What follows belongs to an exercise in optimizing a design on an open flow for small area and a short achievable clock period; a production flow would make more cautious choices.
The RTL was checked by simulation tests, not by an equivalence proof against the original design.
With no activity given, the tool overestimates toggling in this design, so its power and IR-drop figures are unreliable.

## flow/design.v (module list and top-level ports; edited modules follow where they fit)
// module fadd16: 957 lines
module fadd16 (
    input  wire         clk,
    input  wire         rst,
    input  wire         in_valid,
    input  wire [511:0] in_terms,     
    output reg          out_valid,
    output reg  [31:0]  out_sum
);
  // ...
==> flow/flow/run.sh <==
#!/bin/bash
# Own layout flow: the standard ORFS flow, with
#  - the synthesis script flow/my_synth.tcl (synth_recipe.tcl, optionally with
#    another ABC script, flow/abc.script if present), and without the
#    generic ABC pass inside Yosys's synth (SYNTH_ARGS=-noabc),
#  - sky130_fd_sc_hd__buf_1 as the port buffers,
#  - repair_timing aiming at a setup margin (the SDC is unchanged),
#  - a clock tree of clkbuf_8/16 with no dummy loads.
# Each tool's output goes to the ORFS logs under orfs/logs; make's own output
# to make.log here.
set -euo pipefail
W=$PWD
if [[ -f $W/flow/abc.script ]]; then export MY_ABC_SCRIPT=$W/flow/abc.script; fi
MARGIN=$(cat $W/flow/margin 2>/dev/null || echo 0)
make -C "$FLOW_HOME" DESIGN_CONFIG=$W/config.mk WORK_HOME=$W/orfs CLKGATE_MAP_FILE= \
    SYNTH_SCRIPT=$W/flow/my_synth.tcl SYNTH_ARGS=-noabc \
    BUFFER_PORTS_ARGS="-buffer_cell sky130_fd_sc_hd__buf_1" \
    SETUP_SLACK_MARGIN=$MARGIN \
    CTS_ARGS="-sink_clustering_enable -repair_clock_nets -dont_use_dummy_load -buf_list {sky130_fd_sc_hd__clkbuf_8 sky130_fd_sc_hd__clkbuf_16} -sink_clustering_size 24 -sink_clustering_max_diameter 80" \
    finish > $W/make.log 2>&1
R=$W/orfs/results/$FLOW_PLATFORM/fadd16/base
: # left out here: write the final layout as DEF
==> flow/flow/abc.script <==
strash
dch
amap
==> flow/flow/margin <==
55
==> flow/flow/my_synth.tcl <==
proc synth {args} { yosys synth -nofsm -noshare {*}$args }
proc abc {args} {
  set i [lsearch -exact $args -script]
  if { $i >= 0 && [info exists ::env(MY_ABC_SCRIPT)] } {
    set args [lreplace $args [expr {$i + 1}] [expr {$i + 1}] $::env(MY_ABC_SCRIPT)]
  }
  puts "my abc: $args"
  yosys abc {*}$args
}
source $::env(SCRIPTS_DIR)/synth.tcl
# left out here: clear keep_hierarchy, flatten, clean up, hide names made inside functions, write 1_2_yosys.v
==> flow/standard.sh <==
#!/bin/bash
# synth_recipe.tcl (not shown) runs the flow's synth.tcl, then flattens the netlist and writes it again
# the make line also repeats each setting of config.mk as NAME=value (left out here)
make -C /OpenROAD-flow-scripts/flow DESIGN_CONFIG=/design/flow/config.mk WORK_HOME=/design/flow/orfs CLKGATE_MAP_FILE= SYNTH_SCRIPT=/design/flow/synth_recipe.tcl "${@:-finish}"
==> flow/config.mk <==
export PLATFORM = sky130hd
export DESIGN_NAME = fadd16
export DESIGN_NICKNAME = fadd16
export VERILOG_FILES = /design/flow/design.v
export SDC_FILE = /design/flow/constraint.sdc
export NUM_CORES = 4
export LEC_CHECK = 0
export ABC_AREA = 1
export CAP_MARGIN = 20
export CORE_MARGIN = 2
export CORE_UTILIZATION = 40
export SLEW_MARGIN = 20
==> flow/constraint.sdc <==
create_clock -name core_clock -period 70.0 [get_ports {clk}]
set_input_delay 14.0000 -clock core_clock [delete_from_list [all_inputs] [get_ports {clk}]]
set_output_delay 14.0000 -clock core_clock [all_outputs]
set_load 0.01 [all_outputs]
==> summary.txt, run 1 <==
Route
In the routed design, unresolved DRC markers number 0. Detailed routing placed a total of 110 mm of wire on met2. Summed over all nets, wire length on met3 after detailed routing comes to 16.2 mm. The via count is 54351.

Floorplanning
Once the floorplan was initialized, standard cells occupied 40.4% of the core. The die is 366 microns wide.

Global route
The via count of the first global-routing pass was 50684. The number of antenna violations at the first check in global routing is 7.

Synth
In the synthesized netlist the dominant register cell turns out to be sky130_fd_sc_hd__dfxtp_1. By count the netlist is led by 1065 x sky130_fd_sc_hd__o22ai_1, 763 x sky130_fd_sc_hd__nor2_1, 678 x sky130_fd_sc_hd__dfxtp_1.

Worst setup path
The cell depth of the worst setup path is 1. The critical path is of the reg -> out type. The endpoint of the lowest-slack register-to-register path is p_cols[59].

The worst setup path is captured at a primary output. The largest driver fanout on the critical path is 1.

Final layout
The layout contains a multi-input combinational cell count of 5294. The largest cell class by area is multi-input combinational cells. The antenna diode count is 2. The fraction of final cell area spent on clock buffers and inverters in this run is 1.85%. The register with the most flip-flops is r_terms. The area growth from synthesis to layout is 13.3%.

Hold path
The path class of the tightest hold or removal check is reg -> reg.

Status
The flow ran to the end and the layout has no timing, DRC or antenna violations.

Clock network
In this run the clock root is driven by a sky130_fd_sc_hd__clkbuf_16.

Placement
The area after detailed placement is 57500 sq um.
==> inputs of run 2 (changes only) <==
--- a/flow/design.v
+++ b/flow/design.v
@@ -780,153 +780,153 @@
     wire d691 = d575 ^ d577 ^ d579;
     wire d692 = (d575 & d577) | (d575 & d579) | (d577 & d579);
     wire d693 = d576 ^ d578 ^ d580;
     wire d694 = (d576 & d578) | (d576 & d580) | (d578 & d580);
     wire d695 = d581 ^ d583 ^ d585;
     wire d696 = (d581 & d583) | (d581 & d585) | (d583 & d585);
     wire d697 = d582 ^ d584 ^ d586;
     wire d698 = (d582 & d584) | (d582 & d586) | (d584 & d586);
-    wire [119:0] cols = {ncnt[4], ncnt[3], ncnt[2], d698, ncnt[1], d697, d696, d694, d695, d693, d692, d690, d691, d689, d688, d686, d687, d685, d684, d682, d683, d681, d680, d678, d679, d677, d676, d674, d675, d673, d672, d670, d671, d669, d668, d666, d667, d665, d664, d662, d663, d661, d660, d658, d659, d657, d656, d654, d655, d653, d652, d650, d651, d649, d648, d646, d647, d645, d644, d642, d643, d641, d640, d638, d639, d637, d636, d634, d635, d633, d632, d630, d631, d629, d628, d626, d627, d625, d624, d622, d623, d621, d620, d618, d619, d617, d616, d614, d615, d613, d612, d610, d611, d609, d608, d606, d607, d605, d604, d602, d603, d601, d600, d598, d599, d597, d596, d594, d595, d593, d592, d590, cnt[1], d591, d589, d588, cnt[0], x15[0], x14[0], d587};
+    wire d699 = d587 ^ x14[0];
+    wire d700 = d587 & x14[0];
+    wire d701 = d588 ^ d589 ^ d591;
+    wire d702 = (d588 & d589) | (d588 & d591) | (d589 & d591);
+    wire d703 = d590 ^ d592 ^ d593;
+    wire d704 = (d590 & d592) | (d590 & d593) | (d592 & d593);
+    wire d705 = d594 ^ d596 ^ d597;
+    wire d706 = (d594 & d596) | (d594 & d597) | (d596 & d597);
+    wire d707 = d598 ^ d600 ^ d601;
+    wire d708 = (d598 & d600) | (d598 & d601) | (d600 & d601);
+    wire d709 = d602 ^ d604 ^ d605;
+    wire d710 = (d602 & d604) | (d602 & d605) | (d604 & d605);
+    wire d711 = d606 ^ d608 ^ d609;
+    wire d712 = (d606 & d608) | (d606 & d609) | (d608 & d609);
+    wire d713 = d610 ^ d612 ^ d613;
+    wire d714 = (d610 & d612) | (d610 & d613) | (d612 & d613);
+    wire d715 = d614 ^ d616 ^ d617;
+    wire d716 = (d614 & d616) | (d614 & d617) | (d616 & d617);
+    wire d717 = d618 ^ d620 ^ d621;
+    wire d718 = (d618 & d620) | (d618 & d621) | (d620 & d621);
+    wire d719 = d622 ^ d624 ^ d625;
+    wire d720 = (d622 & d624) | (d622 & d625) | (d624 & d625);
+    wire d721 = d626 ^ d628 ^ d629;
+    wire d722 = (d626 & d628) | (d626 & d629) | (d628 & d629);
+    wire d723 = d630 ^ d632 ^ d633;
+    wire d724 = (d630 & d632) | (d630 & d633) | (d632 & d633);
+    wire d725 = d634 ^ d636 ^ d637;
+    wire d726 = (d634 & d636) | (d634 & d637) | (d636 & d637);
+    wire d727 = d638 ^ d640 ^ d641;
+    wire d728 = (d638 & d640) | (d638 & d641) | (d640 & d641);
+    wire d729 = d642 ^ d644 ^ d645;
+    wire d730 = (d642 & d644) | (d642 & d645) | (d644 & d645);
+    wire d731 = d646 ^ d648 ^ d649;
+    wire d732 = (d646 & d648) | (d646 & d649) | (d648 & d649);
+    wire d733 = d650 ^ d652 ^ d653;
+    wire d734 = (d650 & d652) | (d650 & d653) | (d652 & d653);
+    wire d735 = d654 ^ d656 ^ d657;
+    wire d736 = (d654 & d656) | (d654 & d657) | (d656 & d657);
+    wire d737 = d658 ^ d660 ^ d661;
+    wire d738 = (d658 & d660) | (d658 & d661) | (d660 & d661);
+    wire d739 = d662 ^ d664 ^ d665;
+    wire d740 = (d662 & d664) | (d662 & d665) | (d664 & d665);
+    wire d741 = d666 ^ d668 ^ d669;
+    wire d742 = (d666 & d668) | (d666 & d669) | (d668 & d669);
+    wire d743 = d670 ^ d672 ^ d673;
+    wire d744 = (d670 & d672) | (d670 & d673) | (d672 & d673);
+    wire d745 = d674 ^ d676 ^ d677;
+    wire d746 = (d674 & d676) | (d674 & d677) | (d676 & d677);
+    wire d747 = d678 ^ d680 ^ d681;
+    wire d748 = (d678 & d680) | (d678 & d681) | (d680 & d681);
+    wire d749 = d682 ^ d684 ^ d685;
+    wire d750 = (d682 & d684) | (d682 & d685) | (d684 & d685);
+    wire d751 = d686 ^ d688 ^ d689;
+    wire d752 = (d686 & d688) | (d686 & d689) | (d688 & d689);
+    wire d753 = d690 ^ d692 ^ d693;
+    wire d754 = (d690 & d692) | (d690 & d693) | (d692 & d693);
+    wire d755 = d694 ^ d696 ^ d697;
+    wire d756 = (d694 & d696) | (d694 & d697) | (d696 & d697);
+    wire [91:0] cols = {ncnt[4], ncnt[3], ncnt[2], d698, d756, ncnt[1], d755, d754, d695, d753, d752, d691, d751, d750, d687, d749, d748, d683, d747, d746, d679, d745, d744, d675, d743, d742, d671, d741, d740, d667, d739, d738, d663, d737, d736, d659, d735, d734, d655, d733, d732, d651, d731, d730, d647, d729, d728, d643, d727, d726, d639, d725, d724, d635, d723, d722, d631, d721, d720, d627, d719, d718, d623, d717, d716, d619, d715, d714, d615, d713, d712, d611, d711, d710, d607, d709, d708, d603, d707, d706, d599, d705, d704, d595, d703, d702, cnt[1], d701, d700, cnt[0], x15[0], d699};
     wire any_nan = |is_nan;
     wire pinf    = |is_pinf;
     wire ninf    = |is_ninf;
     reg        p_valid;
-    reg [119:0] p_cols;
+    reg [91:0] p_cols;
     reg [7:0]  p_maxee;
     reg        p_nan, p_pinf, p_ninf;
     always @(posedge clk) begin
         if (rst) p_valid <= 1'b0;
         else     p_valid <= r_valid;
         p_cols  <= cols;
         p_maxee <= maxee;
         p_nan   <= any_nan | (pinf & ninf);
         p_pinf  <= pinf;
         p_ninf  <= ninf;
     end
     wire e1 = p_cols[0] ^ p_cols[1];
     wire e2 = p_cols[0] & p_cols[1];
-    wire e3 = p_cols[4] ^ p_cols[5] ^ p_cols[6];
-    wire e4 = (p_cols[4] & p_cols[5]) | (p_cols[4] & p_cols[6]) | (p_cols[5] & p_cols[6]);
-    wire e5 = p_cols[8] ^ p_cols[9] ^ p_cols[10];
-    wire e6 = (p_cols[8] & p_cols[9]) | (p_cols[8] & p_cols[10]) | (p_cols[9] & p_cols[10]);
-    wire e7 = p_cols[12] ^ p_cols[13] ^ p_cols[14];
-    wire e8 = (p_cols[12] & p_cols[13]) | (p_cols[12] & p_cols[14]) | (p_cols[13] & p_cols[14]);
-    wire e9 = p_cols[16] ^ p_cols[17] ^ p_cols[18];
-    wire e10 = (p_cols[16] & p_cols[17]) | (p_cols[16] & p_cols[18]) | (p_cols[17] & p_cols[18]);
-    wire e11 = p_cols[20] ^ p_cols[21] ^ p_cols[22];
-    wire e12 = (p_cols[20] & p_cols[21]) | (p_cols[20] & p_cols[22]) | (p_cols[21] & p_cols[22]);
-    wire e13 = p_cols[24] ^ p_cols[25] ^ p_cols[26];
-    wire e14 = (p_cols[24] & p_cols[25]) | (p_cols[24] & p_cols[26]) | (p_cols[25] & p_cols[26]);
-    wire e15 = p_cols[28] ^ p_cols[29] ^ p_cols[30];
-    wire e16 = (p_cols[28] & p_cols[29]) | (p_cols[28] & p_cols[30]) | (p_cols[29] & p_cols[30]);
-    wire e17 = p_cols[32] ^ p_cols[33] ^ p_cols[34];
-    wire e18 = (p_cols[32] & p_cols[33]) | (p_cols[32] & p_cols[34]) | (p_cols[33] & p_cols[34]);
-    wire e19 = p_cols[36] ^ p_cols[37] ^ p_cols[38];
-    wire e20 = (p_cols[36] & p_cols[37]) | (p_cols[36] & p_cols[38]) | (p_cols[37] & p_cols[38]);
-    wire e21 = p_cols[40] ^ p_cols[41] ^ p_cols[42];
-    wire e22 = (p_cols[40] & p_cols[41]) | (p_cols[40] & p_cols[42]) | (p_cols[41] & p_cols[42]);
-    wire e23 = p_cols[44] ^ p_cols[45] ^ p_cols[46];
-    wire e24 = (p_cols[44] & p_cols[45]) | (p_cols[44] & p_cols[46]) | (p_cols[45] & p_cols[46]);
-    wire e25 = p_cols[48] ^ p_cols[49] ^ p_cols[50];
-    wire e26 = (p_cols[48] & p_cols[49]) | (p_cols[48] & p_cols[50]) | (p_cols[49] & p_cols[50]);
-    wire e27 = p_cols[52] ^ p_cols[53] ^ p_cols[54];
-    wire e28 = (p_cols[52] & p_cols[53]) | (p_cols[52] & p_cols[54]) | (p_cols[53] & p_cols[54]);
-    wire e29 = p_cols[56] ^ p_cols[57] ^ p_cols[58];
-    wire e30 = (p_cols[56] & p_cols[57]) | (p_cols[56] & p_cols[58]) | (p_cols[57] & p_cols[58]);
-    wire e31 = p_cols[60] ^ p_cols[61] ^ p_cols[62];
-    wire e32 = (p_cols[60] & p_cols[61]) | (p_cols[60] & p_cols[62]) | (p_cols[61] & p_cols[62]);
-    wire e33 = p_cols[64] ^ p_cols[65] ^ p_cols[66];
-    wire e34 = (p_cols[64] & p_cols[65]) | (p_cols[64] & p_cols[66]) | (p_cols[65] & p_cols[66]);
-    wire e35 = p_cols[68] ^ p_cols[69] ^ p_cols[70];
-    wire e36 = (p_cols[68] & p_cols[69]) | (p_cols[68] & p_cols[70]) | (p_cols[69] & p_cols[70]);
-    wire e37 = p_cols[72] ^ p_cols[73] ^ p_cols[74];
-    wire e38 = (p_cols[72] & p_cols[73]) | (p_cols[72] & p_cols[74]) | (p_cols[73] & p_cols[74]);
-    wire e39 = p_cols[76] ^ p_cols[77] ^ p_cols[78];
-    wire e40 = (p_cols[76] & p_cols[77]) | (p_cols[76] & p_cols[78]) | (p_cols[77] & p_cols[78]);
-    wire e41 = p_cols[80] ^ p_cols[81] ^ p_cols[82];
-    wire e42 = (p_cols[80] & p_cols[81]) | (p_cols[80] & p_cols[82]) | (p_cols[81] & p_cols[82]);
-    wire e43 = p_cols[84] ^ p_cols[85] ^ p_cols[86];
-    wire e44 = (p_cols[84] & p_cols[85]) | (p_cols[84] & p_cols[86]) | (p_cols[85] & p_cols[86]);
-    wire e45 = p_cols[88] ^ p_cols[89] ^ p_cols[90];
-    wire e46 = (p_cols[88] & p_cols[89]) | (p_cols[88] & p_cols[90]) | (p_cols[89] & p_cols[90]);
-    wire e47 = p_cols[92] ^ p_cols[93] ^ p_cols[94];
-    wire e48 = (p_cols[92] & p_cols[93]) | (p_cols[92] & p_cols[94]) | (p_cols[93] & p_cols[94]);
-    wire e49 = p_cols[96] ^ p_cols[97] ^ p_cols[98];
-    wire e50 = (p_cols[96] & p_cols[97]) | (p_cols[96] & p_cols[98]) | (p_cols[97] & p_cols[98]);
-    wire e51 = p_cols[100] ^ p_cols[101] ^ p_cols[102];
-    wire e52 = (p_cols[100] & p_cols[101]) | (p_cols[100] & p_cols[102]) | (p_cols[101] & p_cols[102]);
-    wire e53 = p_cols[104] ^ p_cols[105] ^ p_cols[106];
-    wire e54 = (p_cols[104] & p_cols[105]) | (p_cols[104] & p_cols[106]) | (p_cols[105] & p_cols[106]);
-    wire e55 = p_cols[108] ^ p_cols[109] ^ p_cols[110];
-    wire e56 = (p_cols[108] & p_cols[109]) | (p_cols[108] & p_cols[110]) | (p_cols[109] & p_cols[110]);
-    wire e57 = p_cols[112] ^ p_cols[113] ^ p_cols[114];
-    wire e58 = (p_cols[112] & p_cols[113]) | (p_cols[112] & p_cols[114]) | (p_cols[113] & p_cols[114]);
-    wire e59 = e1 ^ p_cols[2];
-    wire e60 = e1 & p_cols[2];
-    wire e61 = e2 ^ e3 ^ p_cols[7];
-    wire e62 = (e2 & e3) | (e2 & p_cols[7]) | (e3 & p_cols[7]);
-    wire e63 = e4 ^ e5 ^ p_cols[11];
-    wire e64 = (e4 & e5) | (e4 & p_cols[11]) | (e5 & p_cols[11]);
-    wire e65 = e6 ^ e7 ^ p_cols[15];
-    wire e66 = (e6 & e7) | (e6 & p_cols[15]) | (e7 & p_cols[15]);
-    wire e67 = e8 ^ e9 ^ p_cols[19];
-    wire e68 = (e8 & e9) | (e8 & p_cols[19]) | (e9 & p_cols[19]);
-    wire e69 = e10 ^ e11 ^ p_cols[23];
-    wire e70 = (e10 & e11) | (e10 & p_cols[23]) | (e11 & p_cols[23]);
-    wire e71 = e12 ^ e13 ^ p_cols[27];
-    wire e72 = (e12 & e13) | (e12 & p_cols[27]) | (e13 & p_cols[27]);
-    wire e73 = e14 ^ e15 ^ p_cols[31];
-    wire e74 = (e14 & e15) | (e14 & p_cols[31]) | (e15 & p_cols[31]);
-    wire e75 = e16 ^ e17 ^ p_cols[35];
-    wire e76 = (e16 & e17) | (e16 & p_cols[35]) | (e17 & p_cols[35]);
-    wire e77 = e18 ^ e19 ^ p_cols[39];
-    wire e78 = (e18 & e19) | (e18 & p_cols[39]) | (e19 & p_cols[39]);
-    wire e79 = e20 ^ e21 ^ p_cols[43];
-    wire e80 = (e20 & e21) | (e20 & p_cols[43]) | (e21 & p_cols[43]);
-    wire e81 = e22 ^ e23 ^ p_cols[47];
-    wire e82 = (e22 & e23) | (e22 & p_cols[47]) | (e23 & p_cols[47]);
-    wire e83 = e24 ^ e25 ^ p_cols[51];
-    wire e84 = (e24 & e25) | (e24 & p_cols[51]) | (e25 & p_cols[51]);
-    wire e85 = e26 ^ e27 ^ p_cols[55];
-    wire e86 = (e26 & e27) | (e26 & p_cols[55]) | (e27 & p_cols[55]);
-    wire e87 = e28 ^ e29 ^ p_cols[59];
-    wire e88 = (e28 & e29) | (e28 & p_cols[59]) | (e29 & p_cols[59]);
-    wire e89 = e30 ^ e31 ^ p_cols[63];
-    wire e90 = (e30 & e31) | (e30 & p_cols[63]) | (e31 & p_cols[63]);
-    wire e91 = e32 ^ e33 ^ p_cols[67];
-    wire e92 = (e32 & e33) | (e32 & p_cols[67]) | (e33 & p_cols[67]);
-    wire e93 = e34 ^ e35 ^ p_cols[71];
-    wire e94 = (e34 & e35) | (e34 & p_cols[71]) | (e35 & p_cols[71]);
-    wire e95 = e36 ^ e37 ^ p_cols[75];
-    wire e96 = (e36 & e37) | (e36 & p_cols[75]) | (e37 & p_cols[75]);
-    wire e97 = e38 ^ e39 ^ p_cols[79];
-    wire e98 = (e38 & e39) | (e38 & p_cols[79]) | (e39 & p_cols[79]);
-    wire e99 = e40 ^ e41 ^ p_cols[83];
-    wire e100 = (e40 & e41) | (e40 & p_cols[83]) | (e41 & p_cols[83]);
-    wire e101 = e42 ^ e43 ^ p_cols[87];
-    wire e102 = (e42 & e43) | (e42 & p_cols[87]) | (e43 & p_cols[87]);
-    wire e103 = e44 ^ e45 ^ p_cols[91];
-    wire e104 = (e44 & e45) | (e44 & p_cols[91]) | (e45 & p_cols[91]);
-    wire e105 = e46 ^ e47 ^ p_cols[95];
-    wire e106 = (e46 & e47) | (e46 & p_cols[95]) | (e47 & p_cols[95]);
-    wire e107 = e48 ^ e49 ^ p_cols[99];
-    wire e108 = (e48 & e49) | (e48 & p_cols[99]) | (e49 & p_cols[99]);
-    wire e109 = e50 ^ e51 ^ p_cols[103];
-    wire e110 = (e50 & e51) | (e50 & p_cols[103]) | (e51 & p_cols[103]);
-    wire e111 = e52 ^ e53 ^ p_cols[107];
-    wire e112 = (e52 & e53) | (e52 & p_cols[107]) | (e53 & p_cols[107]);
-    wire e113 = e54 ^ e55 ^ p_cols[111];
-    wire e114 = (e54 & e55) | (e54 & p_cols[111]) | (e55 & p_cols[111]);
-    wire e115 = e56 ^ e57 ^ p_cols[115];
-    wire e116 = (e56 & e57) | (e56 & p_cols[115]) | (e57 & p_cols[115]);
-    wire e117 = e58 ^ p_cols[116] ^ p_cols[117];
-    wire e118 = (e58 & p_cols[116]) | (e58 & p_cols[117]) | (p_cols[116] & p_cols[117]);
-    wire [31:0] row0 = {p_cols[119], e118, e116, e114, e112, e110, e108, e106, e104, e102, e100, e98, e96, e94, e92, e90, e88, e86, e84, e82, e80, e78, e76, e74, e72, e70, e68, e66, e64, e62, e60, e59};
-    wire [31:0] row1 = {1'b0, p_cols[118], e117, e115, e113, e111, e109, e107, e105, e103, e101, e99, e97, e95, e93, e91, e89, e87, e85, e83, e81, e79, e77, e75, e73, e71, e69, e67, e65, e63, e61, p_cols[3]};
+    wire e3 = p_cols[3] ^ p_cols[4] ^ p_cols[5];
+    wire e4 = (p_cols[3] & p_cols[4]) | (p_cols[3] & p_cols[5]) | (p_cols[4] & p_cols[5]);
+    wire e5 = p_cols[6] ^ p_cols[7] ^ p_cols[8];
+    wire e6 = (p_cols[6] & p_cols[7]) | (p_cols[6] & p_cols[8]) | (p_cols[7] & p_cols[8]);
+    wire e7 = p_cols[9] ^ p_cols[10] ^ p_cols[11];
+    wire e8 = (p_cols[9] & p_cols[10]) | (p_cols[9] & p_cols[11]) | (p_cols[10] & p_cols[11]);
+    wire e9 = p_cols[12] ^ p_cols[13] ^ p_cols[14];
+    wire e10 = (p_cols[12] & p_cols[13]) | (p_cols[12] & p_cols[14]) | (p_cols[13] & p_cols[14]);
+    wire e11 = p_cols[15] ^ p_cols[16] ^ p_cols[17];
+    wire e12 = (p_cols[15] & p_cols[16]) | (p_cols[15] & p_cols[17]) | (p_cols[16] & p_cols[17]);
+    wire e13 = p_cols[18] ^ p_cols[19] ^ p_cols[20];
+    wire e14 = (p_cols[18] & p_cols[19]) | (p_cols[18] & p_cols[20]) | (p_cols[19] & p_cols[20]);
+    wire e15 = p_cols[21] ^ p_cols[22] ^ p_cols[23];
+    wire e16 = (p_cols[21] & p_cols[22]) | (p_cols[21] & p_cols[23]) | (p_cols[22] & p_cols[23]);
+    wire e17 = p_cols[24] ^ p_cols[25] ^ p_cols[26];
+    wire e18 = (p_cols[24] & p_cols[25]) | (p_cols[24] & p_cols[26]) | (p_cols[25] & p_cols[26]);
+    wire e19 = p_cols[27] ^ p_cols[28] ^ p_cols[29];
+    wire e20 = (p_cols[27] & p_cols[28]) | (p_cols[27] & p_cols[29]) | (p_cols[28] & p_cols[29]);
+    wire e21 = p_cols[30] ^ p_cols[31] ^ p_cols[32];
+    wire e22 = (p_cols[30] & p_cols[31]) | (p_cols[30] & p_cols[32]) | (p_cols[31] & p_cols[32]);
+    wire e23 = p_cols[33] ^ p_cols[34] ^ p_cols[35];
+    wire e24 = (p_cols[33] & p_cols[34]) | (p_cols[33] & p_cols[35]) | (p_cols[34] & p_cols[35]);
+    wire e25 = p_cols[36] ^ p_cols[37] ^ p_cols[38];
+    wire e26 = (p_cols[36] & p_cols[37]) | (p_cols[36] & p_cols[38]) | (p_cols[37] & p_cols[38]);
+    wire e27 = p_cols[39] ^ p_cols[40] ^ p_cols[41];
+    wire e28 = (p_cols[39] & p_cols[40]) | (p_cols[39] & p_cols[41]) | (p_cols[40] & p_cols[41]);
+    wire e29 = p_cols[42] ^ p_cols[43] ^ p_cols[44];
+    wire e30 = (p_cols[42] & p_cols[43]) | (p_cols[42] & p_cols[44]) | (p_cols[43] & p_cols[44]);
+    wire e31 = p_cols[45] ^ p_cols[46] ^ p_cols[47];
+    wire e32 = (p_cols[45] & p_cols[46]) | (p_cols[45] & p_cols[47]) | (p_cols[46] & p_cols[47]);
+    wire e33 = p_cols[48] ^ p_cols[49] ^ p_cols[50];
+    wire e34 = (p_cols[48] & p_cols[49]) | (p_cols[48] & p_cols[50]) | (p_cols[49] & p_cols[50]);
+    wire e35 = p_cols[51] ^ p_cols[52] ^ p_cols[53];
+    wire e36 = (p_cols[51] & p_cols[52]) | (p_cols[51] & p_cols[53]) | (p_cols[52] & p_cols[53]);
+    wire e37 = p_cols[54] ^ p_cols[55] ^ p_cols[56];
+    wire e38 = (p_cols[54] & p_cols[55]) | (p_cols[54] & p_cols[56]) | (p_cols[55] & p_cols[56]);
+    wire e39 = p_cols[57] ^ p_cols[58] ^ p_cols[59];
+    wire e40 = (p_cols[57] & p_cols[58]) | (p_cols[57] & p_cols[59]) | (p_cols[58] & p_cols[59]);
+    wire e41 = p_cols[60] ^ p_cols[61] ^ p_cols[62];
+    wire e42 = (p_cols[60] & p_cols[61]) | (p_cols[60] & p_cols[62]) | (p_cols[61] & p_cols[62]);
+    wire e43 = p_cols[63] ^ p_cols[64] ^ p_cols[65];
+    wire e44 = (p_cols[63] & p_cols[64]) | (p_cols[63] & p_cols[65]) | (p_cols[64] & p_cols[65]);
+    wire e45 = p_cols[66] ^ p_cols[67] ^ p_cols[68];
+    wire e46 = (p_cols[66] & p_cols[67]) | (p_cols[66] & p_cols[68]) | (p_cols[67] & p_cols[68]);
+    wire e47 = p_cols[69] ^ p_cols[70] ^ p_cols[71];
+    wire e48 = (p_cols[69] & p_cols[70]) | (p_cols[69] & p_cols[71]) | (p_cols[70] & p_cols[71]);
+    wire e49 = p_cols[72] ^ p_cols[73] ^ p_cols[74];
+    wire e50 = (p_cols[72] & p_cols[73]) | (p_cols[72] & p_cols[74]) | (p_cols[73] & p_cols[74]);
+    wire e51 = p_cols[75] ^ p_cols[76] ^ p_cols[77];
+    wire e52 = (p_cols[75] & p_cols[76]) | (p_cols[75] & p_cols[77]) | (p_cols[76] & p_cols[77]);
+    wire e53 = p_cols[78] ^ p_cols[79] ^ p_cols[80];
+    wire e54 = (p_cols[78] & p_cols[79]) | (p_cols[78] & p_cols[80]) | (p_cols[79] & p_cols[80]);
+    wire e55 = p_cols[81] ^ p_cols[82] ^ p_cols[83];
+    wire e56 = (p_cols[81] & p_cols[82]) | (p_cols[81] & p_cols[83]) | (p_cols[82] & p_cols[83]);
+    wire e57 = p_cols[84] ^ p_cols[85] ^ p_cols[86];
+    wire e58 = (p_cols[84] & p_cols[85]) | (p_cols[84] & p_cols[86]) | (p_cols[85] & p_cols[86]);
+    wire e59 = p_cols[87] ^ p_cols[88] ^ p_cols[89];
+    wire e60 = (p_cols[87] & p_cols[88]) | (p_cols[87] & p_cols[89]) | (p_cols[88] & p_cols[89]);
+    wire [31:0] row0 = {p_cols[91], e60, e58, e56, e54, e52, e50, e48, e46, e44, e42, e40, e38, e36, e34, e32, e30, e28, e26, e24, e22, e20, e18, e16, e14, e12, e10, e8, e6, e4, e2, e1};
+    wire [31:0] row1 = {1'b0, p_cols[90], e59, e57, e55, e53, e51, e49, e47, e45, e43, e41, e39, e37, e35, e33, e31, e29, e27, e25, e23, e21, e19, e17, e15, e13, e11, e9, e7, e5, e3, p_cols[2]};
     wire [31:0] acc   = row0 + row1;
     wire        s_neg = acc[31];
     wire [30:0] mag   = s_neg ? (~acc[30:0] + 31'd1) : acc[30:0];
     reg  [4:0] lz;
     integer i;
     always @* begin
         lz = 5'd31;
         for (i = 0; i < 31; i = i + 1)
--- a/flow/flow/run.sh
+++ b/flow/flow/run.sh
@@ -11,12 +11,12 @@
 set -euo pipefail
 W=$PWD
 if [[ -f $W/flow/abc.script ]]; then export MY_ABC_SCRIPT=$W/flow/abc.script; fi
 MARGIN=$(cat $W/flow/margin 2>/dev/null || echo 0)
 make -C "$FLOW_HOME" DESIGN_CONFIG=$W/config.mk WORK_HOME=$W/orfs CLKGATE_MAP_FILE= \
     SYNTH_SCRIPT=$W/flow/my_synth.tcl SYNTH_ARGS=-noabc \
     BUFFER_PORTS_ARGS="-buffer_cell sky130_fd_sc_hd__buf_1" \
     SETUP_SLACK_MARGIN=$MARGIN \
-    CTS_ARGS="-sink_clustering_enable -repair_clock_nets -dont_use_dummy_load -buf_list {sky130_fd_sc_hd__clkbuf_8 sky130_fd_sc_hd__clkbuf_16} -sink_clustering_size 24 -sink_clustering_max_diameter 80" \
+    CTS_ARGS="-sink_clustering_enable -repair_clock_nets -dont_use_dummy_load -buf_list {sky130_fd_sc_hd__clkbuf_8 sky130_fd_sc_hd__clkbuf_16} -sink_clustering_size 12 -sink_clustering_max_diameter 60" \
     finish > $W/make.log 2>&1
 R=$W/orfs/results/$FLOW_PLATFORM/fadd16/base
 : # left out here: write the final layout as DEF
==> flow/config.mk (replaced) <==
export PLATFORM = sky130hd
export DESIGN_NAME = fadd16
export DESIGN_NICKNAME = fadd16
export VERILOG_FILES = /design/flow/design.v
export SDC_FILE = /design/flow/constraint.sdc
export NUM_CORES = 4
export LEC_CHECK = 0
export ABC_AREA = 1
export CAP_MARGIN = 20
export CORE_MARGIN = 2
export CORE_UTILIZATION = 55
export SLEW_MARGIN = 20
==> run 2 against run 1 <==
Highest routed layer is now met4. Wire length down 9.3%. Clock skew down 0.020 ns. Die area down 28%. Critical path depth unchanged. Global-route usage up 8.8 points.
==> summary.txt, run 2 <==
Status
The run finished with no timing, DRC or antenna violations.

Placement
The number of buffer cells added on primary ports is 547. The placed instance count is 8242. The area after detailed placement is 56300 sq um (-2.1%). The minimum setup slack after placement is 53.29 ns.

At the end of routability-driven placement, the weighted congestion stood at 1.13. The HPWL reported at the end of detailed placement is 182 mm.

Final layout
In the final layout, the share of cells above drive strength 1 is 4.37%. The summed area of non-filler cells in the final layout is 58700 sq um. The commonest non-fill, non-tap cell in the layout is sky130_fd_sc_hd__o22ai_1. From synthesis to final layout, the design area changed by 13.0%.

In the final layout, the registers with the most flip-flops are r_terms x512, p_cols x92, out_sum x32. The final core utilization is 62.8%. The register with the most flip-flops is r_terms. The final layout contains 8289 nets. The non-filler instance count after layout is 8324. The register with the most flip-flops in the layout has 512 of them. Leaving out fill and tap cells, the most frequent cells in the layout are 1068 x sky130_fd_sc_hd__o22ai_1, 781 x sky130_fd_sc_hd__nor2_1, 639 x sky130_fd_sc_hd__dfxtp_1, 589 x sky130_fd_sc_hd__nand2_1, 514 x sky130_fd_sc_hd__buf_1.

Synth
The adder-cell share of the synthesized area is 22.8%. Among all flip-flop cells after synthesis, the most frequent one is sky130_fd_sc_hd__dfxtp_1. The synthesized netlist devotes 0.169% of its cell area to XOR and XNOR gates. Ranked by total cell area, the synthesized netlist is headed by sky130_fd_sc_hd__dfxtp_1 25%, sky130_fd_sc_hd__fa_1 16%, sky130_fd_sc_hd__o22ai_1 13%, sky130_fd_sc_hd__ha_1 7.2%, sky130_fd_sc_hd__nor2_1 5.6%. The multiplexer fraction of the synthesized cell area is 0%.

The average instance in the mapped netlist occupies 8.17 sq um. After synthesis, the largest area contributor takes up 25.0% of total cell area. The number of nets in the synthesized netlist is 7579. The mapped netlist covers 52000 sq um. The most area-hungry cell type in the Yosys netlist is sky130_fd_sc_hd__dfxtp_1.

The post-synthesis share of cell area spent on and, or, nand and nor gates is 16.6%. The number of flops mapped to enable cells by yosys is 0. The post-synthesis compound-gate area fraction is 32.4%. The synthesized design contains 650 register bits. Yosys mapped the design onto 49 distinct sky130hd cell types. The commonest cells after synthesis are 1071 x sky130_fd_sc_hd__o22ai_1, 781 x sky130_fd_sc_hd__nor2_1, 650 x sky130_fd_sc_hd__dfxtp_1.

By area, the combinational part of the netlist is dominated by compound AO/OA/AOI/OAI gates. The register area share after synthesis is 25.0%. The count of mapped cells out of synthesis is 6360. The share of flip-flops with an asynchronous set or reset is 0%. The number of warnings issued by yosys is 1. The most used standard cell by instance count after synthesis is sky130_fd_sc_hd__o22ai_1.

Worst setup path
The largest driver fanout on the critical path was 1 (unchanged). Setup slack on the worst reg-to-reg path comes out at 55.13 ns. The startpoint kind of the worst setup timing path is a flip-flop.

The worst setup path is captured at a primary output. The number of buffer and inverter stages on the critical path is 1. The required time at the endpoint of the critical path is 56.00 ns.

The endpoint of the lowest-slack register-to-register path is p_cols[34]. The arrival time at the worst endpoint is 1.11 ns. The worst setup path is of the reg -> out kind. Measured in cells, the most critical reg-to-reg path has a length of 44. Among all stages on the critical path, the largest delay is contributed by sky130_fd_sc_hd__dfxtp_1. The delay of the slowest cell on the worst path is 0.32 ns.

The reg-to-reg startpoint is r_terms[221]. Walking the worst path, the cells encountered are buf_2. The kind of cell with the highest combined delay along the critical path is flip-flops.

Timing
On the final layout, the worst hold slack is 0.427 ns. Across all setup checks in the final design, the least slack found is 54.89 ns. The pin slew with the least headroom to its limit is 1.26 ns. The final count of hold timing violations is 0. The fmax is 66.2 MHz. The clock arrives with 0.0680 ns of skew. Setup violations remaining at the end of the flow were counted as 0. Counting I/O delays and the setup requirement, the final critical path takes 15.11 ns.

The final clock period utilization by the worst path is 21.6%. Setup repair after global routing could not meet its margin everywhere. The final total negative setup slack is 0 ns.

The final count of pins violating max slew was 0. In this run the tightest slew margin relative to its limit is 15.0%.

Global route
The global-route usage over all layers is 43.2%. Entering global routing, the biggest net connects 36 pins. The first global-routing pass estimated 314 mm of wire. The via count of the first global-routing pass is 50881 (+0.39%). The total global routing overflow is 0.

The number of antenna violations at the first check in global routing is 3 (-4).

Clock network
The CTS buffer count is 73. The clock latency on the worst-skew pair is 0.67 ns. The deepest level of the CTS H-tree is 3. The clock sink count is 650. After clock tree synthesis, the clock-pin slew on the worst setup and hold paths is 0.05 ns. The number of hold buffers added after cts is 0. The maximum number of buffers from clock root to sink is 3. The clock tree root driver cell is sky130_fd_sc_hd__clkbuf_16. The CTS tree is yes.

Floorplanning
In this run the standard cell core region covers 93500 sq um. The die extent in y is 311 microns. The initial core utilization is 55.6% (+15 points).

The area enclosed by the die boundary is 97000 sq um. The chip width is 311 microns (-15%). The floorplan row count is 112. During I/O placement, the number of pins put on the boundary was 548.

Hold path
In this run the most critical hold path is launched from p_pinf. The number of stages on the worst hold path is 1. The worst min-delay path class is reg -> reg. The end of the worst hold path is out_sum[31].

Route
The first-pass iteration count of the detailed router is 6. In the routed layout, each cell is associated on average with a via count of 6.64. The initial DRC count is 7325. The routed design has 219 mm of wire. The DRC violations left is 0 (unchanged). The remaining antenna violation count after routing is 0.

Dividing the detail-routed wire length by the instance count gives 26.3 microns. The via count is 55244 (+1.6%).

Flow run
Max-cap violations in this run came to 0.
-- run 2: layout make-up --
class	count	area, sq um
antenna	2	5.00
clock buffer	73	1830
fill	8305	34800
inverter	403	1630
multi-input combinational	5308	37800
sequential	650	13000
tap	1254	1570
timing repair buffer	630	2810
timing repair inverter	4	27.5
-- run 2: logic make-up (layout without fill, tap and decap cells) --
kind of cell | count (synthesis) | count (layout)
flops | 650 | 650
simple gates | 1950 | 1951
buf+inv | 403 | 1110
other cells | 0 | 2
xor+xnor | 10 | 10
compound gates | 2643 | 2643
fa+ha+maj | 704 | 704
-- run 2: how the worst max path moves through the flow --
stage | depth (start not counted) | start | end
floorplan | 43 | r_terms[318] | p_cols[34]
global placement | 84 | p_cols[6] | out_sum[27]
detailed placement | 84 | p_cols[6] | out_sum[27]
CTS | 1 | out_sum[0] | out_sum[0]
global route | 1 | out_sum[21] | out_sum[21]
finish | 1 | out_sum[21] | out_sum[21]
-- run 2: metal layers --
layer	track usage (%)	vias to the layer above	wire length (microns)
li1	-	25827	-
met1	51.1	25392	79400
met2	67.9	3263	95300
met3	9.92	762	23000
met4	33.6	0	20900
met5	0	-	0
-- run 2: repair_timing --
| item | CTS | global route |
|---|---|---|
| gates resized for setup | 74 | 93 |
| endpoints found under the hold margin | 0 | 0 |
| setup buffers | 0 | 2 |
| gates cloned | 0 | 5 |
| pin swaps | 0 | 2 |
| endpoints found under the setup margin | 149 | 149 |
==> inputs of run 3 (changes only) <==
--- a/flow/flow/run.sh
+++ b/flow/flow/run.sh
@@ -6,5 +6,5 @@
 #  - sky130_fd_sc_hd__buf_1 as the port buffers,
 #  - repair_timing aiming at a setup margin (the SDC is unchanged),
-#  - a clock tree of clkbuf_8/16 with no dummy loads.
+#  - a clock tree of clkbuf_8 with no dummy loads.
 # Each tool's output goes to the ORFS logs under orfs/logs; make's own output
 # to make.log here.
@@ -17,5 +17,5 @@
     BUFFER_PORTS_ARGS="-buffer_cell sky130_fd_sc_hd__buf_1" \
     SETUP_SLACK_MARGIN=$MARGIN \
-    CTS_ARGS="-sink_clustering_enable -repair_clock_nets -dont_use_dummy_load -buf_list {sky130_fd_sc_hd__clkbuf_8 sky130_fd_sc_hd__clkbuf_16} -sink_clustering_size 12 -sink_clustering_max_diameter 60" \
+    CTS_ARGS="-sink_clustering_enable -repair_clock_nets -dont_use_dummy_load -buf_list {sky130_fd_sc_hd__clkbuf_8} -sink_clustering_size 14 -sink_clustering_max_diameter 50" \
     finish > $W/make.log 2>&1
 R=$W/orfs/results/$FLOW_PLATFORM/fadd16/base
==> run 3 against run 2 <==
Utilization is 0.83 points lower. Hold slack gained 0.0044 ns. Synthesized cell count unchanged. Fmax down 0.95%. First-iteration DRC count is 2.3% lower. Final area shrank 1.3%. Largest cell class unchanged. Wire length is 0.62% lower.
==> summary.txt, run 3 <==
Placement
The minimum setup slack after placement is 53.29 ns (unchanged). The number of buffer cells added on primary ports was 547 (unchanged). The HPWL reported at the end of detailed placement came to 182 mm (unchanged). The weighted congestion at the end of routability-driven global placement is 1.13 (unchanged).

Global route
The via count of the first global-routing pass is 50658 (-0.44%). The maximum number of pins on one net before global-route repair came to 36 (unchanged). The wire length of the first global-routing pass is 311 mm (-0.66%). The total global routing overflow is 0 (unchanged). The number of antenna violations at the first check in global routing is 6 (+3). The global-route usage over all layers is 42.9% (-0.29 points).

Clock network
The CTS tree is yes. The CTS buffer count was 76 (+4.1%). The number of hold buffers added after cts came to 0 (unchanged). The clock transition time at the flip-flop clock pins of the worst setup and hold paths came to 0.08 ns (+0.03 ns). The clock latency on the worst-skew pair is 0.83 ns (+0.16 ns). The clock tree root driver cell is sky130_fd_sc_hd__clkbuf_8. The clock sink count is 650 (unchanged). The maximum number of buffers from clock root to sink was 3 (unchanged). The deepest level of the CTS H-tree is 3 (unchanged).

Timing
The final count of hold timing violations is 0 (unchanged). The pin slew with the least headroom to its limit was 1.19 ns (-0.0706 ns). The final total negative setup slack is 0 ns (unchanged). The minimum clock period is 15.25 ns (+0.145 ns). The tightest slew margin relative to the limit came to 20.0% (+5.0 points). The final clock skew is 0.151 ns (+0.0829 ns). The final worst setup slack is 54.75 ns (-0.145 ns). The fmax is 65.6 MHz (-0.95%). Setup repair after global routing could not meet its margin everywhere. The final clock period utilization by the worst path is 21.8% (+0.21 points). The final number of setup-violating endpoints was 0 (unchanged).

The final count of pins violating max slew is 0 (unchanged).

Route
The via count is 55065 (-0.32%). The remaining antenna violation count after routing is 0 (unchanged). The mean routed wirelength per cell is 26.1 microns (-0.65%). The first-pass iteration count of the detailed router came to 7 (+1). The via density per instance was 6.61 (-0.36%).

The initial DRC count was 7153 (-2.3%). The final wirelength is 217 mm (-0.62%). The DRC violations left is 0 (unchanged).

Floorplanning
The core box area is 93500 sq um (unchanged). The chip width is 311 microns (unchanged). The initial core utilization is 55.6% (unchanged). The area enclosed by the die boundary came to 97000 sq um (unchanged). The floorplan row count is 112 (unchanged). The die extent in y is 311 microns (unchanged). The top-level port count is 548 (unchanged).

Final layout
The post-layout net count came to 8292 (+0.036%). Ranked by flip-flop count, first place goes to r_terms. In the final layout, the registers with the most flip-flops are r_terms x512, p_cols x92, out_sum x32. Relative to the synthesized area, the layout overhead comes to 11.5%.

The share of layout cells above drive strength 1 is 4.44% (+0.069 points). The commonest non-fill, non-tap cell in the layout is sky130_fd_sc_hd__o22ai_1. In the layout the commonest cells are 1068 x sky130_fd_sc_hd__o22ai_1, 781 x sky130_fd_sc_hd__nor2_1, 638 x sky130_fd_sc_hd__dfxtp_1, 589 x sky130_fd_sc_hd__nand2_1, 514 x sky130_fd_sc_hd__buf_1. The flip-flop count of the largest register after layout is 512 (unchanged).

Synth
The distinct cell type count of the synthesized netlist came to 49 (unchanged). The count of mapped cells out of synthesis was 6360 (unchanged). The post-synthesis sequential element count is 650 (unchanged). The most used flip-flop cell after synthesis is sky130_fd_sc_hd__dfxtp_1.

The proportion of netlist area held by the largest area contributor came to 25.0% (unchanged). The most used standard cell by instance count after synthesis is sky130_fd_sc_hd__o22ai_1. The number of warnings issued by yosys is 1 (unchanged). The share of flip-flops with an asynchronous set or reset is 0% (unchanged).

Yosys attributes the largest share of cell area to sky130_fd_sc_hd__dfxtp_1 25%, sky130_fd_sc_hd__fa_1 16%, sky130_fd_sc_hd__o22ai_1 13%, sky130_fd_sc_hd__ha_1 7.2%, sky130_fd_sc_hd__nor2_1 5.6%. The mean instance size in the synthesized netlist came to 8.17 sq um (unchanged). The number of flops mapped to enable cells by yosys is 0 (unchanged). The net count after synthesis came to 7579 (unchanged). Of all cell types, the one taking the most synthesized area is sky130_fd_sc_hd__dfxtp_1. The register area share after synthesis was 25.0% (unchanged). The cell area after technology mapping came to 52000 sq um (unchanged).

The commonest cells after synthesis are 1071 x sky130_fd_sc_hd__o22ai_1, 781 x sky130_fd_sc_hd__nor2_1, 650 x sky130_fd_sc_hd__dfxtp_1.

Worst setup path
The required time at the endpoint of the critical path is 56.00 ns (about the same). The delay of the slowest cell on the worst path was 0.30 ns (-0.02 ns). The kind of cell with the highest combined delay along the critical path is flip-flops. The category of the critical setup timing path is reg -> out. STA classifies the critical path startpoint as a flip-flop.

The number of buffer and inverter stages on the critical path is 1 (unchanged). The arrival time at the worst endpoint is 1.25 ns (+0.14 ns). The cell at the slowest stage of the critical path is sky130_fd_sc_hd__dfxtp_1. The signal on the critical path passes through buf_2. The largest driver fanout on the critical path is 1 (unchanged).

The type of destination of the critical path is a primary output.

Hold path
The worst hold path belongs to the class reg -> reg.

Status
The flow ran to the end and the layout has no timing, DRC or antenna violations.

Flow run
The count of maximum capacitance violations came to 0 (unchanged).

Power and ir drop
run 3: cell types whose count changed in the layout (fill, tap and decap cells not counted), sizes merged:
cell,previous run,this run
clkbuf,73,76
run 3: layout make-up:
type                            instances  area (sq um)
Multi-Input combinational cell       5308         37800
Fill cell                            8421         35500
Sequential cell                       650         13000
Timing Repair inverter                  4          25.0
Clock buffer                           76          1050
Timing Repair Buffer                  630          2820
Tap cell                             1254          1570
Antenna cell                            2          5.00
Inverter                              403          1630
run 3: repair_timing:
action | 4_1_cts | 5_1_grt
endpoints found under the hold margin | 0 | 0
setup endpoints to repair | 149 | 149
pin swaps | 0 | 2
cloned | 0 | 5
buffers inserted | 0 | 2
resized for setup | 75 | 92
run 3: final timing paths:
kind,slack (ns),cells past startpoint,end,startpoint
hold reg to reg,0.43,1,out_sum[31],p_pinf
hold / removal,0.43,1,out_sum[31],p_pinf
setup / recovery,54.75,1,out_sum[22],out_sum[22]
setup reg to reg,55.16,42,p_cols[46],r_terms[62]
run 3: layer usage:
layer	share of wire (%)	global-route usage, %	vias up
met5	0	0	-
met1	37	50.6	25326
li1	-	-	25815
met4	9.5	32.5	0
met3	10	10.5	752
met2	44	67.6	3172
run 3: cell families after synthesis:
group	count (synthesis)	share of synthesized area [%]
compound gates	2643	32.4
simple gates	1950	16.6
fa+ha+maj	704	22.8
flops	650	25.0
buf+inv	403	2.91
xor+xnor	10	0.169
run 3: metrics by stage:
stage	util, %	cells	hold WS (ns)	cell area, sq um
4_1_cts	61.5	8318	0.422	57500
3_3_place_gp	60.2	8242	0.409	56300
3_5_place_dp	60.2	8242	0.419	56300
5_1_grt	62.0	8327	0.450	57900
2_1_floorplan	-	6360	0.399	52000
6_report	62.0	8327	0.431	57900
==> inputs of run 4 (changes only) <==
--- a/flow/flow/run.sh
+++ b/flow/flow/run.sh
@@ -6,5 +6,5 @@
 #  - sky130_fd_sc_hd__buf_1 as the port buffers,
 #  - repair_timing aiming at a setup margin (the SDC is unchanged),
-#  - a clock tree of clkbuf_8 with no dummy loads.
+#  - a clock tree of clkbuf_16 with no dummy loads.
 # Each tool's output goes to the ORFS logs under orfs/logs; make's own output
 # to make.log here.
@@ -17,5 +17,5 @@
     BUFFER_PORTS_ARGS="-buffer_cell sky130_fd_sc_hd__buf_1" \
     SETUP_SLACK_MARGIN=$MARGIN \
-    CTS_ARGS="-sink_clustering_enable -repair_clock_nets -dont_use_dummy_load -buf_list {sky130_fd_sc_hd__clkbuf_8} -sink_clustering_size 14 -sink_clustering_max_diameter 50" \
+    CTS_ARGS="-sink_clustering_enable -repair_clock_nets -dont_use_dummy_load -buf_list {sky130_fd_sc_hd__clkbuf_16} -sink_clustering_size 30 -sink_clustering_max_diameter 80" \
     finish > $W/make.log 2>&1
 R=$W/orfs/results/$FLOW_PLATFORM/fadd16/base
==> run 4 against run 3 <==
First-iteration DRC count fell by 2.5%. Sequential share of layout area rose by 0.066 points. Final area fell by 0.29%. Hold slack got worse by 0.0015 ns. Clock skew fell by 0.044 ns. Highest routed layer unchanged. Count of clock-buffer cells in the layout fell by 38. Critical path type unchanged.
==> summary.txt, run 4 <==
Placement
The area after detailed placement is 56300 sq um (unchanged). The HPWL reported at the end of detailed placement is 182 mm (unchanged). The number of buffer cells added on primary ports was 547 (unchanged). The weighted congestion at the end of routability-driven global placement is 1.13 (unchanged). The placed instance count is 8242 (unchanged).

Timing
The fmax came to 66.3 MHz (+1.1%). The final clock period utilization by the worst path is 21.6% (-0.23 points). The final total negative setup slack is 0 ns (unchanged). The final count of pins violating max slew came to 0 (unchanged).

The final number of setup-violating endpoints was 0 (unchanged). The final clock skew is 0.107 ns (-0.0437 ns). The pin slew with the least headroom to its limit is 1.21 ns (+0.0211 ns). The tightest slew margin relative to the limit is 18.5% (-1.4 points).

The minimum clock period came to 15.09 ns (-0.159 ns). Setup repair after global routing could not meet its margin everywhere. The tightest hold margin is 0.430 ns (-0.00155 ns). The final count of hold timing violations is 0 (unchanged).

Route
The via count is 54921 (-0.26%). The met2 wirelength from detailed routing is 95.6 mm (+1.0%). The post-route met1 wirelength is 79.4 mm (-0.35%).

The length of routed met3 wiring is 22.6 mm (+1.1%). The first-pass iteration count of the detailed router came to 7 (unchanged). The remaining antenna violation count after routing was 0 (unchanged). The initial DRC count was 6976 (-2.5%). The mean routed wirelength per cell is 26.2 microns (+0.33%).

The via density per instance is 6.63 (+0.26%). The final wirelength is 217 mm (-0.18%). The DRC violations left was 0 (unchanged). Routed signal wires occupy layers up through met4.

Worst setup path
STA classifies the critical path startpoint as a flip-flop. In this design, the largest share of critical-path delay is due to flip-flops. The cell at the slowest stage of the critical path is sky130_fd_sc_hd__dfxtp_1.

The largest driver fanout on the critical path was 1 (unchanged). The worst setup path is of the reg -> out kind. The required time at the endpoint of the critical path is 56.00 ns (about the same).

The reg-to-reg startpoint is r_terms[62]. The minimum setup slack among reg-to-reg paths is 55.42 ns (+0.26 ns). The depth of the worst register-to-register path is 43 (+2.4%).

The type of destination of the critical path is a primary output. The delay of the slowest cell on the worst path came to 0.33 ns (+0.03 ns). The number of buffer and inverter stages on the critical path is 1 (unchanged). The arrival time at the worst endpoint is 1.09 ns (-0.16 ns). The endpoint of the lowest-slack register-to-register path is p_cols[19]. The cell depth of the worst setup path came to 1 (unchanged). The critical path goes through buf_2.

Synth
The share of flip-flops with an asynchronous set or reset was 0% (unchanged). The most common cell in the synthesized netlist is sky130_fd_sc_hd__o22ai_1. The cell area after technology mapping is 52000 sq um (unchanged). The commonest register cell after synthesis is sky130_fd_sc_hd__dfxtp_1. The number of warnings issued by yosys is 1 (unchanged).

The number of flops mapped to enable cells by yosys is 0 (unchanged). The mean instance size in the synthesized netlist is 8.17 sq um (unchanged). The post-synthesis sequential element count came to 650 (unchanged). The distinct cell type count of the synthesized netlist came to 49 (unchanged). The net count after synthesis is 7579 (unchanged). By count the netlist is led by 1071 x sky130_fd_sc_hd__o22ai_1, 781 x sky130_fd_sc_hd__nor2_1, 650 x sky130_fd_sc_hd__dfxtp_1.

The count of mapped cells out of synthesis came to 6360 (unchanged). Ranked by total cell area, the synthesized netlist is headed by sky130_fd_sc_hd__dfxtp_1 25%, sky130_fd_sc_hd__fa_1 16%, sky130_fd_sc_hd__o22ai_1 13%, sky130_fd_sc_hd__ha_1 7.2%, sky130_fd_sc_hd__nor2_1 5.6%. Summed over all instances, the cell type with the most area after synthesis is sky130_fd_sc_hd__dfxtp_1. The register area share after synthesis is 25.0% (unchanged). The proportion of netlist area held by the largest area contributor is 25.0% (unchanged).

Status
The run finished with no timing, DRC or antenna violations.

Global route
The wire length of the first global-routing pass came to 312 mm (about the same). The global-route usage over all layers came to 42.9% (about the same). The via count of the first global-routing pass is 50420 (-0.47%). The maximum number of pins on one net before global-route repair is 36 (unchanged).

The total global routing overflow is 0 (unchanged). The number of antenna violations at the first check in global routing is 2 (-4).

Final layout
The post-layout net count is 8251 (-0.49%). More flip-flops sit in one register than any other, and that register is r_terms. The antenna diode count is 0 (-2). The summed area of non-filler cells in the final layout is 57800 sq um (-0.29%). The layout filler cell count is 8432 (+0.13%). The flip-flop count of the largest register after layout is 512 (unchanged).

The synthesis-to-finish area growth is 11.1%. The non-filler instance count after layout is 8284 (-0.52%). The top cell types in the final layout, fill and taps aside, are 1068 x sky130_fd_sc_hd__o22ai_1, 781 x sky130_fd_sc_hd__nor2_1, 638 x sky130_fd_sc_hd__dfxtp_1, 589 x sky130_fd_sc_hd__nand2_1, 514 x sky130_fd_sc_hd__buf_1.

The share of layout cells above drive strength 1 came to 3.77% (-0.67 points). The library cell used most frequently in the layout, excluding fill and tap cells, is sky130_fd_sc_hd__o22ai_1. In the final layout, the registers with the most flip-flops are r_terms x512, p_cols x92, out_sum x32.

Hold path
The number of stages on the worst hold path came to 1 (unchanged). In this run the most critical hold path is launched from p_pinf. The worst hold path terminates at out_sum[31].

The worst min-delay path class is reg -> reg.

Clock network
The clock latency on the worst-skew pair is 0.68 ns (-0.15 ns). The CTS buffer count is 38 (-50%). The clock sink count is 650 (unchanged). The clock transition time at the flip-flop clock pins of the worst setup and hold paths was 0.08 ns (about the same).

The CTS tree is yes. The deepest level of the CTS H-tree is 2 (-1). The clock tree root driver cell is sky130_fd_sc_hd__clkbuf_16. The maximum number of buffers from clock root to sink was 3 (unchanged).

Floorplanning
The chip width is 311 microns (unchanged). The die extent in y is 311 microns (unchanged). The floorplan row count came to 112 (unchanged).

The initial core utilization is 55.6% (unchanged). The top-level port count came to 548 (unchanged). The area enclosed by the die boundary is 97000 sq um (unchanged). The core box area is 93500 sq um (unchanged).

Flow run
The count of maximum capacitance violations is 0 (unchanged).
-- run 4: area by class of cell --
class | count | area, sq um | share of cell area, %
clock buffer | 38 | 951 | 1.65
inverter | 403 | 1600 | 2.77
multi-input combinational | 5308 | 37800 | 65.4
sequential | 650 | 13000 | 22.6
tap | 1254 | 1570 | 2.72
timing repair buffer | 630 | 2820 | 4.88
timing repair inverter | 1 | 5.00 | 0.00867
-- run 4: kinds of logic (layout without fill, tap and decap cells) --
kind of cell / count (synthesis) / count (layout) / share of synthesized area (%)
buffers and inverters: 403 / 1072 / 2.91
xor gates and xnor gates: 10 / 10 / 0.169
and+or+nand+nor: 1950 / 1951 / 16.6
DFF: 650 / 650 / 25.0
adders and majority gates: 704 / 704 / 22.8
AOI/OAI and AO/OA: 2643 / 2643 / 32.4
-- run 4: per-stage QoR --
stage / setup WS (ns) / util (%)
finish: 54.91 / 61.8
global route: 54.86 / 61.8
CTS: 54.88 / 61.4
detailed placement: 53.29 / 60.2
global placement: 53.52 / 60.2
floorplan: 55.04 / -
-- run 4: per-layer routing --
metal	global-route usage, %	up-vias
met3	9.56	692
met5	0	-
met2	68.3	3184
met4	31.2	0
li1	-	25733
met1	51.0	25312
-- run 4: worst max path at each step --
stage | startpoint | endpoint | slack (ns)
floorplan | r_terms[318] | p_cols[34] | 55.04
global placement | p_cols[6] | out_sum[27] | 53.52
detailed placement | p_cols[6] | out_sum[27] | 53.29
CTS | out_sum[0] | out_sum[0] | 54.88
global route | out_sum[18] | out_sum[18] | 54.86
finish | out_sum[18] | out_sum[18] | 54.91
-- run 4: worst reg2reg max path, delay by kind of cell, from the launching register on --
family	cells	cell delay [ns]
compound gates	11	3.93
fa+ha+maj	10	4.60
buf+inv	8	2.02
flops	1	0.35
simple gates	14	3.55
-- run 4: timing repair --
item                                    in CTS  in global routing
pin swaps                                    0                  2
endpoints found under the setup margin     149                149
cloned                                       0                  2
buffers inserted                             0                  2
gates resized for setup                     79                 80
hold buffers                                 0                  0
==> inputs of run 5 (changes only) <==
--- a/flow/flow/run.sh
+++ b/flow/flow/run.sh
@@ -17,5 +17,5 @@
     BUFFER_PORTS_ARGS="-buffer_cell sky130_fd_sc_hd__buf_1" \
     SETUP_SLACK_MARGIN=$MARGIN \
-    CTS_ARGS="-sink_clustering_enable -repair_clock_nets -dont_use_dummy_load -buf_list {sky130_fd_sc_hd__clkbuf_16} -sink_clustering_size 30 -sink_clustering_max_diameter 80" \
+    CTS_ARGS="-sink_clustering_enable -repair_clock_nets -dont_use_dummy_load -buf_list {sky130_fd_sc_hd__clkbuf_16} -sink_clustering_size 24 -sink_clustering_max_diameter 80" \
     finish > $W/make.log 2>&1
 R=$W/orfs/results/$FLOW_PLATFORM/fadd16/base
--- a/flow/config.mk
+++ b/flow/config.mk
@@ -9,4 +9,4 @@
 export CAP_MARGIN = 20
 export CORE_MARGIN = 2
-export CORE_UTILIZATION = 55
+export CORE_UTILIZATION = 65
 export SLEW_MARGIN = 20
==> run 5 against run 4 <==
Utilization grew 11 points. Cell count shrank 2.3%. Largest cell class unchanged. Wire length up 2.7%. Critical endpoint is now out_sum[19]. Still clean on timing, DRC and antenna. Highest routed layer unchanged.
==> summary.txt, run 5 <==
Status
The flow ran to the end and the layout has no timing, DRC or antenna violations.

Timing
The final count of hold timing violations is 0 (unchanged). The final count of pins violating max slew is 0 (unchanged). The pin slew with the least headroom to its limit came to 1.37 ns (+0.153 ns). The final total negative setup slack is 0 ns (unchanged). The tightest slew margin relative to the limit is 8.15% (-10 points). The final clock period utilization by the worst path is 21.6% (+0.045 points). The fmax came to 66.1 MHz (-0.21%). The final number of setup-violating endpoints came to 0 (unchanged).

The minimum clock period is 15.12 ns (+0.0316 ns). Setup repair after global routing could not meet its margin everywhere. The final clock skew was 0.0741 ns (-0.0331 ns).

Worst setup path
For this design, the slowest cell found on the critical path is sky130_fd_sc_hd__dfxtp_1. The delay of the slowest cell on the worst path is 0.34 ns (about the same). The critical path in this run is classified as reg -> out. The number of buffer and inverter stages on the critical path is 1 (unchanged). Broken down by cell family, the worst path's largest delay share belongs to flip-flops. The type of destination of the critical path is a primary output. STA classifies the critical path startpoint as a flip-flop. The largest driver fanout on the critical path is 1 (unchanged). The arrival time at the worst endpoint is 1.12 ns (+0.03 ns). The required time at the endpoint of the critical path was 56.00 ns (about the same).

The signal on the critical path passes through buf_2.

Clock network
The maximum number of buffers from clock root to sink is 3 (unchanged). The clock transition time at the flip-flop clock pins of the worst setup and hold paths is 0.08 ns (about the same). The CTS tree is yes. The clock tree root driver cell is sky130_fd_sc_hd__clkbuf_16. The CTS buffer count is 43 (+13%). The clock latency on the worst-skew pair is 0.66 ns (-0.02 ns). The number of hold buffers added after cts was 0 (unchanged). The clock sink count came to 650 (unchanged). The deepest level of the CTS H-tree came to 2 (unchanged).

Floorplanning
The area enclosed by the die boundary is 82200 sq um (-15%). The floorplan row count came to 103 (-8.0%). The top-level port count came to 548 (unchanged).

The initial core utilization is 65.7% (+10 points). The die extent in y is 287 microns (-7.9%). The core box area is 79100 sq um (-15%). The chip width was 287 microns (-7.9%).

Synth
The post-synthesis sequential element count is 650 (unchanged). The proportion of netlist area held by the largest area contributor was 25.0% (unchanged). The number of flops mapped to enable cells by yosys was 0 (unchanged).

The distinct cell type count of the synthesized netlist is 49 (unchanged). The cell area after technology mapping is 52000 sq um (unchanged). The most area-hungry cell type in the Yosys netlist is sky130_fd_sc_hd__dfxtp_1. The net count after synthesis is 7579 (unchanged).

The number of warnings issued by yosys is 1 (unchanged). The share of flip-flops with an asynchronous set or reset came to 0% (unchanged). Among all flip-flop cells after synthesis, the most frequent one is sky130_fd_sc_hd__dfxtp_1. The count of mapped cells out of synthesis is 6360 (unchanged).

After synthesis, the cell types taking the most area are sky130_fd_sc_hd__dfxtp_1 25%, sky130_fd_sc_hd__fa_1 16%, sky130_fd_sc_hd__o22ai_1 13%, sky130_fd_sc_hd__ha_1 7.2%, sky130_fd_sc_hd__nor2_1 5.6%. Sorting the synthesized cells by how often they occur yields 1071 x sky130_fd_sc_hd__o22ai_1, 781 x sky130_fd_sc_hd__nor2_1, 650 x sky130_fd_sc_hd__dfxtp_1. The mean instance size in the synthesized netlist is 8.17 sq um (unchanged). The most used standard cell by instance count after synthesis is sky130_fd_sc_hd__o22ai_1. The register area share after synthesis is 25.0% (unchanged).

Route
The mean routed wirelength per cell is 27.5 microns (+5.1%). The initial DRC count is 8532 (+22%). The remaining antenna violation count after routing is 0 (unchanged). The DRC violations left is 0 (unchanged). The final wirelength is 223 mm (+2.7%). The first-pass iteration count of the detailed router is 10 (+3). The via count is 57859 (+5.3%). The via density per instance is 7.15 (+7.8%).

Final layout
The antenna diode count is 0 (unchanged). In the layout the commonest cells are 1067 x sky130_fd_sc_hd__o22ai_1, 779 x sky130_fd_sc_hd__nor2_1, 632 x sky130_fd_sc_hd__dfxtp_1, 589 x sky130_fd_sc_hd__nand2_1, 514 x sky130_fd_sc_hd__buf_1. The flip-flop count of the largest register after layout is 512 (unchanged). The commonest non-fill, non-tap cell in the layout is sky130_fd_sc_hd__o22ai_1. The non-filler instance count after layout was 8095 (-2.3%).

The layout filler cell count is 6119 (-27%). In the final layout, the registers with the most flip-flops are r_terms x512, p_cols x92, out_sum x32. The post-layout net count is 8266 (+0.18%). The share of layout cells above drive strength 1 is 4.44% (+0.67 points). The area growth from synthesis to layout is 11.5%.

The register with the most flip-flops is r_terms.

Hold path
The worst min-delay path class is reg -> reg.

Global route
The wire length of the first global-routing pass is 316 mm (+1.3%). The number of antenna violations at the first check in global routing came to 0 (-2). The total global routing overflow is 0 (unchanged).

The global-route usage over all layers is 51.4% (+8.5 points). The via count of the first global-routing pass came to 52831 (+4.8%). The maximum number of pins on one net before global-route repair is 36 (unchanged).

Flow run
The count of maximum capacitance violations is 0 (unchanged).

Placement
The number of buffer cells added on primary ports is 547 (unchanged). The HPWL reported at the end of detailed placement was 178 mm (-1.8%). The placed instance count is 8031 (-2.6%). The weighted congestion at the end of routability-driven global placement was 1.22 (+7.9%).
==> run 5: changes by cell type in the layout (fill, tap and decap cells not counted), sizes merged <==
cell / before / now
o31a: 3 / 4
buf: 630 / 629
o21a: 9 / 10
clkbuf: 38 / 44
inv: 7 / 8
clkinv: 387 / 372
clkinvlp: 10 / 32
==> run 5: cell families after synthesis <==
kind of cell / count (synthesis) / share of synthesized area (%)
adders and majority gates: 704 / 22.8
buffers and inverters: 403 / 2.91
and+or+nand+nor: 1950 / 16.6
AOI/OAI and AO/OA: 2643 / 32.4
DFF: 650 / 25.0
xor gates and xnor gates: 10 / 0.169
==> run 5: through the flow <==
stage	hold slack [ns]	setup WS, ns	util, %	area, sq um
2_1_floorplan	0.399	55.04	-	52000
6_report	0.416	54.88	73.2	57900
3_5_place_dp	0.412	52.94	70.8	56000
4_1_cts	0.414	54.89	72.4	57300
5_1_grt	0.432	54.41	73.2	57900
3_3_place_gp	0.407	53.86	70.8	56000
==> run 5: timing repair <==
item                       in CTS  in global routing
setup endpoints to repair     148                149
buffers inserted                2                  5
cloned                          1                 13
pin swaps                       2                 11
resized for setup              83                128
==> run 5: final cells by class <==
class | instances | area (sq um) | share of cell area (%)
clock buffers | 43 | 1080 | 1.86
inverters | 403 | 1650 | 2.84
multi-input cells | 5310 | 37900 | 65.5
flip-flops and latches | 650 | 13000 | 22.5
well taps | 1050 | 1310 | 2.27
repair buffers | 630 | 2890 | 4.98
repair inverters | 9 | 57.6 | 0.0993
==> run 5: final timing paths <==
path,slack (ns),end,start,cells after the start
setup / recovery,54.88,out_sum[19],out_sum[19],1
hold / removal,0.42,out_sum[31],p_pinf,1
setup reg to reg,54.98,p_cols[4],r_terms[93],50
hold reg to reg,0.42,out_sum[31],p_pinf,1
==> run 5: per-layer routing <==
| metal | track usage (%) | share of wire [%] | vias up |
|---|---|---|---|
| li1 | - | - | 25776 |
| met1 | 58.6 | 34 | 26250 |
| met2 | 79.9 | 42 | 4574 |
| met3 | 14.3 | 13 | 1259 |
| met4 | 44.0 | 11 | 0 |
| met5 | 0 | 0 | - |

[port drivers added, routing unchanged]
Ports are ideal in the flow. The routed layouts listed here were re-timed in OpenROAD.
Step 1: set_driving_cell puts a clkbuf_16 on clk and a buf_2 on each other input, an assumption about the parent block.
Step 2 moves the port delays by t, midway between the first and last clock arrival at a register: inputs arrive t later, outputs are due t later. That takes back most of the time a late clock gives input paths.
Three values: no drivers, after step 1, after step 2; two values: the first two.
run	shift t [ns]	setup WS [ns]	worst slew at a driven data input, ns
run 1	0.713	54.913 / 54.830 / 55.344	0.08
run 2	0.717	54.893 / 54.815 / 55.127	0.05
run 3	0.831	54.748 / 54.670 / 55.158	0.06
run 4	0.699	54.907 / 54.830 / 55.420	0.06
run 5	0.703	54.876 / 54.799 / 54.983	0.06
After both steps setup and hold are still met in every run listed.
